This design comes from an exercise in tuning for small area, a short achievable clock period and few clock cycles per item on the open sky130 flow, not from production work. Only simulation tests tie the RTL to the original design; equivalence was not proved.

run a:
==> flow/design.v <==
module sha256_compress (
    input  wire         clk,
    input  wire         rst,         
    input  wire         in_valid,
    output wire         in_ready,
    input  wire [255:0] in_state,
    input  wire [511:0] in_block,
    output wire         out_valid,
    input  wire         out_ready,
    output wire [255:0] out_state
);
    reg         run;                 
    reg         outv;                
    reg  [6:0]  kidx;                
    reg  [31:0] a, b, c, d, e, f, g, p;
    reg  [31:0] win [0:15];          
    reg         rnd;                 
    reg         fin;                 
    reg         rot1, rot2, rot3;    
    reg         wport_sel;           
    reg         nok;                 
    wire        en   = run | ~outv | out_ready;
    assign in_ready  = rot3;
    assign out_valid = outv;
    assign out_state = {d, a, b, c, p, e, f, g};
    wire [31:0] H0 = in_state[255:224], H1 = in_state[223:192],
                H2 = in_state[191:160], H3 = in_state[159:128],
                H4 = in_state[127:96],  H5 = in_state[95:64],
                H6 = in_state[63:32],   H7 = in_state[31:0];
    reg  [6:0]  kidx_nxt;
    reg  [31:0] k, k_nxt;
    always @(*) begin
        case (kidx_nxt)
            7'd0: k_nxt = 32'h428a2f98;
            7'd1: k_nxt = 32'h71374491;
            7'd2: k_nxt = 32'hb5c0fbcf;
            7'd3: k_nxt = 32'he9b5dba5;
            7'd4: k_nxt = 32'h3956c25b;
            7'd5: k_nxt = 32'h59f111f1;
            7'd6: k_nxt = 32'h923f82a4;
            7'd7: k_nxt = 32'hab1c5ed5;
            7'd8: k_nxt = 32'hd807aa98;
            7'd9: k_nxt = 32'h12835b01;
            7'd10: k_nxt = 32'h243185be;
            7'd11: k_nxt = 32'h550c7dc3;
            7'd12: k_nxt = 32'h72be5d74;
            7'd13: k_nxt = 32'h80deb1fe;
            7'd14: k_nxt = 32'h9bdc06a7;
            7'd15: k_nxt = 32'hc19bf174;
            7'd16: k_nxt = 32'he49b69c1;
            7'd17: k_nxt = 32'hefbe4786;
            7'd18: k_nxt = 32'h0fc19dc6;
            7'd19: k_nxt = 32'h240ca1cc;
            7'd20: k_nxt = 32'h2de92c6f;
            7'd21: k_nxt = 32'h4a7484aa;
            7'd22: k_nxt = 32'h5cb0a9dc;
            7'd23: k_nxt = 32'h76f988da;
            7'd24: k_nxt = 32'h983e5152;
            7'd25: k_nxt = 32'ha831c66d;
            7'd26: k_nxt = 32'hb00327c8;
            7'd27: k_nxt = 32'hbf597fc7;
            7'd28: k_nxt = 32'hc6e00bf3;
            7'd29: k_nxt = 32'hd5a79147;
            7'd30: k_nxt = 32'h06ca6351;
            7'd31: k_nxt = 32'h14292967;
            7'd32: k_nxt = 32'h27b70a85;
            7'd33: k_nxt = 32'h2e1b2138;
            7'd34: k_nxt = 32'h4d2c6dfc;
            7'd35: k_nxt = 32'h53380d13;
            7'd36: k_nxt = 32'h650a7354;
            7'd37: k_nxt = 32'h766a0abb;
            7'd38: k_nxt = 32'h81c2c92e;
            7'd39: k_nxt = 32'h92722c85;
            7'd40: k_nxt = 32'ha2bfe8a1;
            7'd41: k_nxt = 32'ha81a664b;
            7'd42: k_nxt = 32'hc24b8b70;
            7'd43: k_nxt = 32'hc76c51a3;
            7'd44: k_nxt = 32'hd192e819;
            7'd45: k_nxt = 32'hd6990624;
            7'd46: k_nxt = 32'hf40e3585;
            7'd47: k_nxt = 32'h106aa070;
            7'd48: k_nxt = 32'h19a4c116;
            7'd49: k_nxt = 32'h1e376c08;
            7'd50: k_nxt = 32'h2748774c;
            7'd51: k_nxt = 32'h34b0bcb5;
            7'd52: k_nxt = 32'h391c0cb3;
            7'd53: k_nxt = 32'h4ed8aa4a;
            7'd54: k_nxt = 32'h5b9cca4f;
            7'd55: k_nxt = 32'h682e6ff3;
            7'd56: k_nxt = 32'h748f82ee;
            7'd57: k_nxt = 32'h78a5636f;
            7'd58: k_nxt = 32'h84c87814;
            7'd59: k_nxt = 32'h8cc70208;
            7'd60: k_nxt = 32'h90befffa;
            7'd61: k_nxt = 32'ha4506ceb;
            7'd62: k_nxt = 32'hbef9a3f7;
            7'd63: k_nxt = 32'hc67178f2;
            default: k_nxt = 32'h00000000;
        endcase
    end
    always @(posedge clk)
        k <= k_nxt;
    reg [31:0] wport;
    always @(*) begin
        case (kidx[3:0])
            4'd0:  wport = in_block[479:448];
            4'd1:  wport = in_block[447:416];
            4'd2:  wport = in_block[415:384];
            4'd3:  wport = in_block[383:352];
            4'd4:  wport = in_block[351:320];
            4'd5:  wport = in_block[319:288];
            4'd6:  wport = in_block[287:256];
            4'd7:  wport = in_block[255:224];
            4'd8:  wport = in_block[223:192];
            4'd9:  wport = in_block[191:160];
            4'd10: wport = in_block[159:128];
            4'd11: wport = in_block[127:96];
            4'd12: wport = in_block[95:64];
            4'd13: wport = in_block[63:32];
            default: wport = in_block[31:0];
        endcase
    end
    wire [31:0] w1 = win[1], w6 = win[6], w14 = win[14], w15 = win[15];
    wire [31:0] ssig1 = {w1[16:0], w1[31:17]} ^ {w1[18:0], w1[31:19]} ^ {10'b0, w1[31:10]};
    wire [31:0] ssig0 = {w14[6:0], w14[31:7]} ^ {w14[17:0], w14[31:18]} ^ {3'b000, w14[31:3]};
    wire [31:0] wsch  = ssig1 + w6 + ssig0 + w15;
    wire [31:0] wnext = wport_sel ? wport : wsch;
    integer i;
    always @(posedge clk) begin
        win[0] <= wnext;
        win[1] <= run ? win[0] : in_block[511:480];
        for (i = 2; i < 16; i = i + 1)
            win[i] <= win[i-1];
    end
    wire [31:0] bsig1 = {e[5:0], e[31:6]} ^ {e[10:0], e[31:11]} ^ {e[24:0], e[31:25]};
    wire [31:0] bsig0 = {a[1:0], a[31:2]} ^ {a[12:0], a[31:13]} ^ {a[21:0], a[31:22]};
    wire [31:0] ch    = (e & f) ^ (~e & g);
    wire [31:0] maj   = (a & b) ^ (a & c) ^ (b & c);
    wire [31:0] xa1 = bsig0 ^ maj ^ p;
    wire [31:0] ya1 = {(bsig0[30:0] & maj[30:0]) | (bsig0[30:0] & p[30:0]) | (maj[30:0] & p[30:0]), 1'b0};
    wire [31:0] xa2 = xa1 ^ ya1 ^ bsig1;
    wire [31:0] ya2 = {(xa1[30:0] & ya1[30:0]) | (xa1[30:0] & bsig1[30:0]) | (ya1[30:0] & bsig1[30:0]), 1'b0};
    wire [31:0] xa3 = xa2 ^ ya2 ^ ch;
    wire [31:0] ya3 = {(xa2[30:0] & ya2[30:0]) | (xa2[30:0] & ch[30:0]) | (ya2[30:0] & ch[30:0]), 1'b0};
    wire [31:0] a_rnd = xa3 + ya3;
    wire [31:0] xe1 = bsig1 ^ ch ^ p;
    wire [31:0] ye1 = {(bsig1[30:0] & ch[30:0]) | (bsig1[30:0] & p[30:0]) | (ch[30:0] & p[30:0]), 1'b0};
    wire [31:0] xe2 = xe1 ^ ye1 ^ d;
    wire [31:0] ye2 = {(xe1[30:0] & ye1[30:0]) | (xe1[30:0] & d[30:0]) | (ye1[30:0] & d[30:0]), 1'b0};
    wire [31:0] e_rnd = xe2 + ye2;
    wire [31:0] pg = run ? g : H7;
    wire [31:0] ph = fin ? H7 : rot1 ? H6 : rot2 ? H5 : H4;
    wire [31:0] pw = run ? (nok ? ph : win[0]) : in_block[511:480];
    wire [31:0] p_nxt = pg + k + pw;
    wire [31:0] dc = run ? c : 32'd0;
    wire [31:0] dh = (fin | ~run) ? H3 : rot1 ? H2 : rot2 ? H1 : rot3 ? H0 : 32'd0;
    wire [31:0] d_nxt = dc + dh;
    always @(posedge clk) begin
        if (en) begin
            a <= rnd ? a_rnd : (run ? d : H0);
            e <= rnd ? e_rnd : (run ? p : H4);
            b <= run ? a : H1;
            c <= run ? b : H2;
            d <= d_nxt;
            f <= run ? e : H5;
            g <= run ? f : H6;
            p <= p_nxt;
        end
    end
    wire start = in_valid & ~run & (~outv | out_ready);
    always @(*) begin
        if (rst)
            kidx_nxt = 7'd0;
        else if (run)
            kidx_nxt = rot3 ? 7'd0 : kidx + 7'd1;
        else
            kidx_nxt = start ? 7'd1 : 7'd0;
    end
    always @(posedge clk) begin
        kidx <= kidx_nxt;
        if (rst) begin
            run  <= 1'b0;
            outv <= 1'b0;
            rnd  <= 1'b0;
            fin  <= 1'b0;
            rot1 <= 1'b0;
            rot2 <= 1'b0;
            rot3 <= 1'b0;
            wport_sel <= 1'b1;
            nok  <= 1'b0;
        end else begin
            fin  <= rnd & (kidx == 7'd63);
            rot1 <= fin;
            rot2 <= rot1;
            rot3 <= rot2;
            if (run) begin
                wport_sel <= rot3 | (kidx < 7'd14);
                nok  <= ~rot3 & (kidx >= 7'd63);
                if (fin)
                    rnd <= 1'b0;
                if (rot3) begin
                    run  <= 1'b0;
                    outv <= 1'b1;
                end
            end else begin
                if (out_ready)
                    outv <= 1'b0;
                if (start) begin
                    run  <= 1'b1;
                    rnd  <= 1'b1;
                end
            end
        end
    end
endmodule
clock: 8.0 ns
lec_check: 0
abc_area: 1
cap_margin: 20
core_margin: 2
core_utilization: 40
place_density: 0.6
setup_slack_margin: 3.5
slew_margin: 20
run.sh (not shown) runs the stock make flow with config.mk's settings and CLKGATE_MAP_FILE= SYNTH_SCRIPT=/design/flow/synth_recipe.tcl, a recipe that flattens the netlist after the stock synthesis.
Run a completed end to end with timing, DRC and antenna clean.
Testbench counts of run a, summed over its fixed seeds: cycles 34,824, blocks 512.
Setup changes, run a to run b
- a deleted SETUP_SLACK_MARGIN that had been 3.5
==> flow/flow/run.sh (new file) <==
#!/bin/bash
# Layout flow: the standard flow (standard synthesis unchanged), with
# the port buffers made as sky130_fd_sc_hd__buf_1 instead of the default
# delay buffer. Every ORFS step still writes its own log under orfs/logs/;
# make's own output goes to flow_make.log here.
set -euo pipefail
export BUFFER_PORTS_ARGS="-buffer_cell sky130_fd_sc_hd__buf_1"
bash standard.sh > flow_make.log 2>&1 || { tail -50 flow_make.log; exit 1; }
tail -5 flow_make.log
==> flow/standard.sh (new file) <==
#!/bin/bash
# synth_recipe.tcl (not shown) runs the flow's synth.tcl, then flattens the netlist and writes it again
# the make line also repeats each setting of config.mk as NAME=value (left out here)
make -C /OpenROAD-flow-scripts/flow DESIGN_CONFIG=/design/flow/config.mk WORK_HOME=/design/flow/orfs CLKGATE_MAP_FILE= SYNTH_SCRIPT=/design/flow/synth_recipe.tcl "${@:-finish}"
removed: flow/run.sh
==> comparison <==
Comparing utilization after layout for run b and run a, the bigger number came from run a.
On share of final layout cell area taken by clock buffers and inverters: between run b and run a, it ends up higher for run b.
Run b ends up with lower detailed-route via count than run a does.
The final cell count number comes out lower for run b vs run a.
Comparing run a against run b, there is no change at all in synthesized area divided by synthesized cell count.
Delta (run b minus run a): number of iterations in the first detailed-routing pass down 1; count of clock-net buffers in the final layout down 3; detailed-route vias per instance down 0.025; final period utilization up 13 points; post-detailed-routing wire length down 0.49%.

==> port drivers added, routing unchanged <==
How much do the figures lean on ideal ports? The routed layouts below were timed once more, with nothing changed but the port constraints.
Step 1 sets driving cells, clkbuf_16 on the clock port and buf_2 on the other inputs (assumed; they add their load-dependent delay and slew).
Step 2 also shifts input and output timing later by t, the mid clock arrival at the registers, as if the neighbouring blocks saw the same clock.
a / b / c = ideal ports / drivers / drivers and shift; a / b = the first two.
run	t (ns)	setup WS [ns]	worst setup path at the end	latest minus earliest clock arrival (ns)
run a	0.810	3.452 / 3.405 / 2.595	input to register	0.084 / 0.084
run b	0.808	2.380 / 2.380 / 2.380	register to register	0.061 / 0.061
After both steps every run listed still meets setup and hold. The setup slack of run a, which loses most, moves by -0.047 ns with the drivers and by -0.857 ns with both steps.
